This design comes from an exercise in tuning for small area, a short achievable clock period and few clock cycles per item on the open sky130 flow, not from production work. Only simulation tests tie the RTL to the original design; equivalence was not proved.

==> job 5592 <==
// loop_stage
module loop_stage (
    input  wire        clk,
    input  wire        rst,
    input  wire        start,
    output wire        ready,
    output reg         done,
    input  wire        first,
    input  wire [31:0] y,
    input  wire [31:0] r,
    input  wire [31:0] f,
    input  wire [31:0] dt,
    input  wire [31:0] i_in,
    input  wire [31:0] dy_in,
    input  wire [31:0] y_prev,
    input  wire [31:0] kp,
    input  wire [31:0] ki,
    input  wire [31:0] kd,
    input  wire [31:0] kff,
    input  wire [31:0] tf,
    input  wire [31:0] i_min,
    input  wire [31:0] i_max,
    input  wire [31:0] u_lo,
    input  wire [31:0] u_hi,
    output reg  [31:0] u,
    output reg  [31:0] i_out,
    output reg  [31:0] dy_out
);
Settings: LEC_CHECK=0, CAP_MARGIN=20, CORE_MARGIN=2, CORE_UTILIZATION=40, SETUP_SLACK_MARGIN=5, SLEW_MARGIN=20; clock period 20.0 ns.
run.sh (not shown) runs the stock make flow with config.mk's settings and CLKGATE_MAP_FILE= SYNTH_SCRIPT=/design/flow/synth_recipe.tcl, a recipe that flattens the netlist after the stock synthesis.
==> job 5067: changes against job 5592 <==
--- a/flow/design.v
+++ b/flow/design.v
@@ -279,16 +279,20 @@
     input  wire [31:0] a,
     input  wire [31:0] b,
     output wire        lt
 );
     wire a_nan = (a[30:23] == 8'hFF) && (a[22:0] != 0);
     wire b_nan = (b[30:23] == 8'hFF) && (b[22:0] != 0);
     wire both_zero = (a[30:0] == 0) && (b[30:0] == 0);
-    wire mag_lt = a[30:0] < b[30:0];
-    wire mag_gt = a[30:0] > b[30:0];
+    wire [30:0] dab, dba;
+    wire        a_ge_b, b_ge_a;
+    pfx_add #(31) u_ab (.a(a[30:0]), .b(~b[30:0]), .cin(1'b1), .s(dab), .cout(a_ge_b));
+    pfx_add #(31) u_ba (.a(b[30:0]), .b(~a[30:0]), .cin(1'b1), .s(dba), .cout(b_ge_a));
+    wire mag_lt = !a_ge_b;
+    wire mag_gt = !b_ge_a;
     wire ord = (a[31] != b[31]) ? a[31] :
                a[31] ? mag_gt : mag_lt;
     assign lt = !a_nan && !b_nan && !both_zero && ord;
 endmodule
 module fp32_clamp (
     input  wire [31:0] x,
     input  wire [31:0] lo,
@@ -1473,21 +1477,22 @@
     fp32_clamp u_cli (.x(q_i), .lo(q_imin), .hi(q_imax), .z(cl_i));
     wire uhi_lt_w, in_gt_i, w_lt_ulo, in_lt_i;
     fp32_lt u_lt2 (.a(o_uhi), .b(rc),    .lt(uhi_lt_w));
     fp32_lt u_lt3 (.a(o_i),   .b(rd),    .lt(in_gt_i));
     fp32_lt u_lt4 (.a(rc),    .b(o_ulo), .lt(w_lt_ulo));
     fp32_lt u_lt5 (.a(rd),    .b(o_i),   .lt(in_lt_i));
     wire windup = (uhi_lt_w && in_gt_i) || (w_lt_ulo && in_lt_i);
+    wire [31:0] w_sel = windup ? rh : rc;
+    wire [31:0] cl_x  = ph[6] ? w_sel : rd;
+    wire [31:0] cl_lo = ph[6] ? o_ulo : o_imin;
+    wire [31:0] cl_hi = ph[6] ? o_uhi : o_imax;
     wire [31:0] cl_z;
-    fp32_clamp u_cl (.x(rd), .lo(o_imin), .hi(o_imax), .z(cl_z));
-    wire [31:0] u_w, u_wb;
-    fp32_clamp u_clw  (.x(rc), .lo(o_ulo), .hi(o_uhi), .z(u_w));
-    fp32_clamp u_clwb (.x(rh), .lo(o_ulo), .hi(o_uhi), .z(u_wb));
+    fp32_clamp u_cl (.x(cl_x), .lo(cl_lo), .hi(cl_hi), .z(cl_z));
     always @(posedge clk) begin
-        u      <= windup ? u_wb : u_w;
+        u      <= cl_z;
         i_out  <= windup ? ri : rd;
         dy_out <= re;
     end
     always @(posedge clk) begin
         if (rst) begin
             vy   <= 1'b0;
             vo   <= 1'b0;
==> flow/config.mk (replaced) <==
export PLATFORM = sky130hd
export DESIGN_NAME = loop_stage
export DESIGN_NICKNAME = loop_stage
export VERILOG_FILES = /design/flow/design.v
export SDC_FILE = /design/flow/constraint.sdc
export NUM_CORES = 4
export LEC_CHECK = 0
export CAP_MARGIN = 20
export CORE_MARGIN = 2
export CORE_UTILIZATION = 40
export SLEW_MARGIN = 20
==> job 4128: changes against job 5592 <==
--- a/flow/design.v
+++ b/flow/design.v
@@ -279,16 +279,20 @@
     input  wire [31:0] a,
     input  wire [31:0] b,
     output wire        lt
 );
     wire a_nan = (a[30:23] == 8'hFF) && (a[22:0] != 0);
     wire b_nan = (b[30:23] == 8'hFF) && (b[22:0] != 0);
     wire both_zero = (a[30:0] == 0) && (b[30:0] == 0);
-    wire mag_lt = a[30:0] < b[30:0];
-    wire mag_gt = a[30:0] > b[30:0];
+    wire [30:0] dab, dba;
+    wire        a_ge_b, b_ge_a;
+    pfx_add #(31) u_ab (.a(a[30:0]), .b(~b[30:0]), .cin(1'b1), .s(dab), .cout(a_ge_b));
+    pfx_add #(31) u_ba (.a(b[30:0]), .b(~a[30:0]), .cin(1'b1), .s(dba), .cout(b_ge_a));
+    wire mag_lt = !a_ge_b;
+    wire mag_gt = !b_ge_a;
     wire ord = (a[31] != b[31]) ? a[31] :
                a[31] ? mag_gt : mag_lt;
     assign lt = !a_nan && !b_nan && !both_zero && ord;
 endmodule
 module fp32_clamp (
     input  wire [31:0] x,
     input  wire [31:0] lo,
@@ -1473,21 +1477,22 @@
     fp32_clamp u_cli (.x(q_i), .lo(q_imin), .hi(q_imax), .z(cl_i));
     wire uhi_lt_w, in_gt_i, w_lt_ulo, in_lt_i;
     fp32_lt u_lt2 (.a(o_uhi), .b(rc),    .lt(uhi_lt_w));
     fp32_lt u_lt3 (.a(o_i),   .b(rd),    .lt(in_gt_i));
     fp32_lt u_lt4 (.a(rc),    .b(o_ulo), .lt(w_lt_ulo));
     fp32_lt u_lt5 (.a(rd),    .b(o_i),   .lt(in_lt_i));
     wire windup = (uhi_lt_w && in_gt_i) || (w_lt_ulo && in_lt_i);
+    wire [31:0] w_sel = windup ? rh : rc;
+    wire [31:0] cl_x  = ph[6] ? w_sel : rd;
+    wire [31:0] cl_lo = ph[6] ? o_ulo : o_imin;
+    wire [31:0] cl_hi = ph[6] ? o_uhi : o_imax;
     wire [31:0] cl_z;
-    fp32_clamp u_cl (.x(rd), .lo(o_imin), .hi(o_imax), .z(cl_z));
-    wire [31:0] u_w, u_wb;
-    fp32_clamp u_clw  (.x(rc), .lo(o_ulo), .hi(o_uhi), .z(u_w));
-    fp32_clamp u_clwb (.x(rh), .lo(o_ulo), .hi(o_uhi), .z(u_wb));
+    fp32_clamp u_cl (.x(cl_x), .lo(cl_lo), .hi(cl_hi), .z(cl_z));
     always @(posedge clk) begin
-        u      <= windup ? u_wb : u_w;
+        u      <= cl_z;
         i_out  <= windup ? ri : rd;
         dy_out <= re;
     end
     always @(posedge clk) begin
         if (rst) begin
             vy   <= 1'b0;
             vo   <= 1'b0;
==> flow/config.mk (replaced) <==
export PLATFORM = sky130hd
export DESIGN_NAME = loop_stage
export DESIGN_NICKNAME = loop_stage
export VERILOG_FILES = /design/flow/design.v
export SDC_FILE = /design/flow/constraint.sdc
export NUM_CORES = 4
export LEC_CHECK = 0
export CAP_MARGIN = 20
export CORE_MARGIN = 2
export CORE_UTILIZATION = 40
export SETUP_SLACK_MARGIN = 3
export SLEW_MARGIN = 20
==> run notes <==
quantity                                                           job 5067            job 4128            job 5592
Count of placed standard cells including taps                         21148               20905               20279
Cell depth of the worst setup path                                       59                 107                 111
Multiplexer share of the synthesized area                            0.0639              0.0639              0.0609
Critical path destination                                  rd[30]$_DFFE_PP_  u_div.st$_DFFE_PP_  u_div.st$_DFFE_PP_
Area fraction in compound gates after synthesis                       0.220               0.220               0.217
Final clock period utilization by the worst path                      0.942               0.874               0.853
Clock insertion delay at the later pin of the skew report           0.93 ns             0.92 ns             0.92 ns
Vertical die dimension                                               583 um              583 um              577 um
DP HPWL                                                              560 mm              547 mm              526 mm
Number of iterations in the first detailed-routing pass                   9                   8                  13
Final core utilization                                                0.469               0.477               0.487
Result of the run                          no timing/DRC/antenna violations  no timing/DRC/antenna violations  no timing/DRC/antenna violations
Average cell area after synthesis                                8.41 sq um          8.41 sq um          8.46 sq um
Testbench counts of job 5592, summed over its fixed seeds: cycles 9,664, items 1,600.
Testbench counts of job 5067, summed over its fixed seeds: cycles 9,664, items 1,600.
Testbench counts of job 4128, summed over its fixed seeds: cycles 9,664, items 1,600.

==> static timing again, ports no longer ideal <==
How much do the figures lean on ideal ports? The routed layouts below were timed once more, with nothing changed but the port constraints. Step 1 (the two cells are an assumption about what drives the block):
set clk [get_ports {clk}]
set_driving_cell -lib_cell sky130_fd_sc_hd__clkbuf_16 $clk
set_driving_cell -lib_cell sky130_fd_sc_hd__buf_2 [delete_from_list [all_inputs] $clk]
Step 2 adds t to the input delays and takes it off the output delays; t is the mean of the earliest and latest rising clock arrival at the registers after step 1. Input paths then give back, and output paths get back, about the clock's delay inside the block. Slacks: ideal / step 1 / step 2; pairs: ideal / step 1.
run | t (ns) | slack for setup (ns) | worst setup path after step 2
job 5592 | 0.981 | 2.940 / 2.940 / 2.940 | register to register
job 5067 | 0.993 | 1.156 / 1.156 / 1.156 | register to register
job 4128 | 0.986 | 2.529 / 2.529 / 2.529 | register to register
After both steps setup and hold are still met in every run listed.
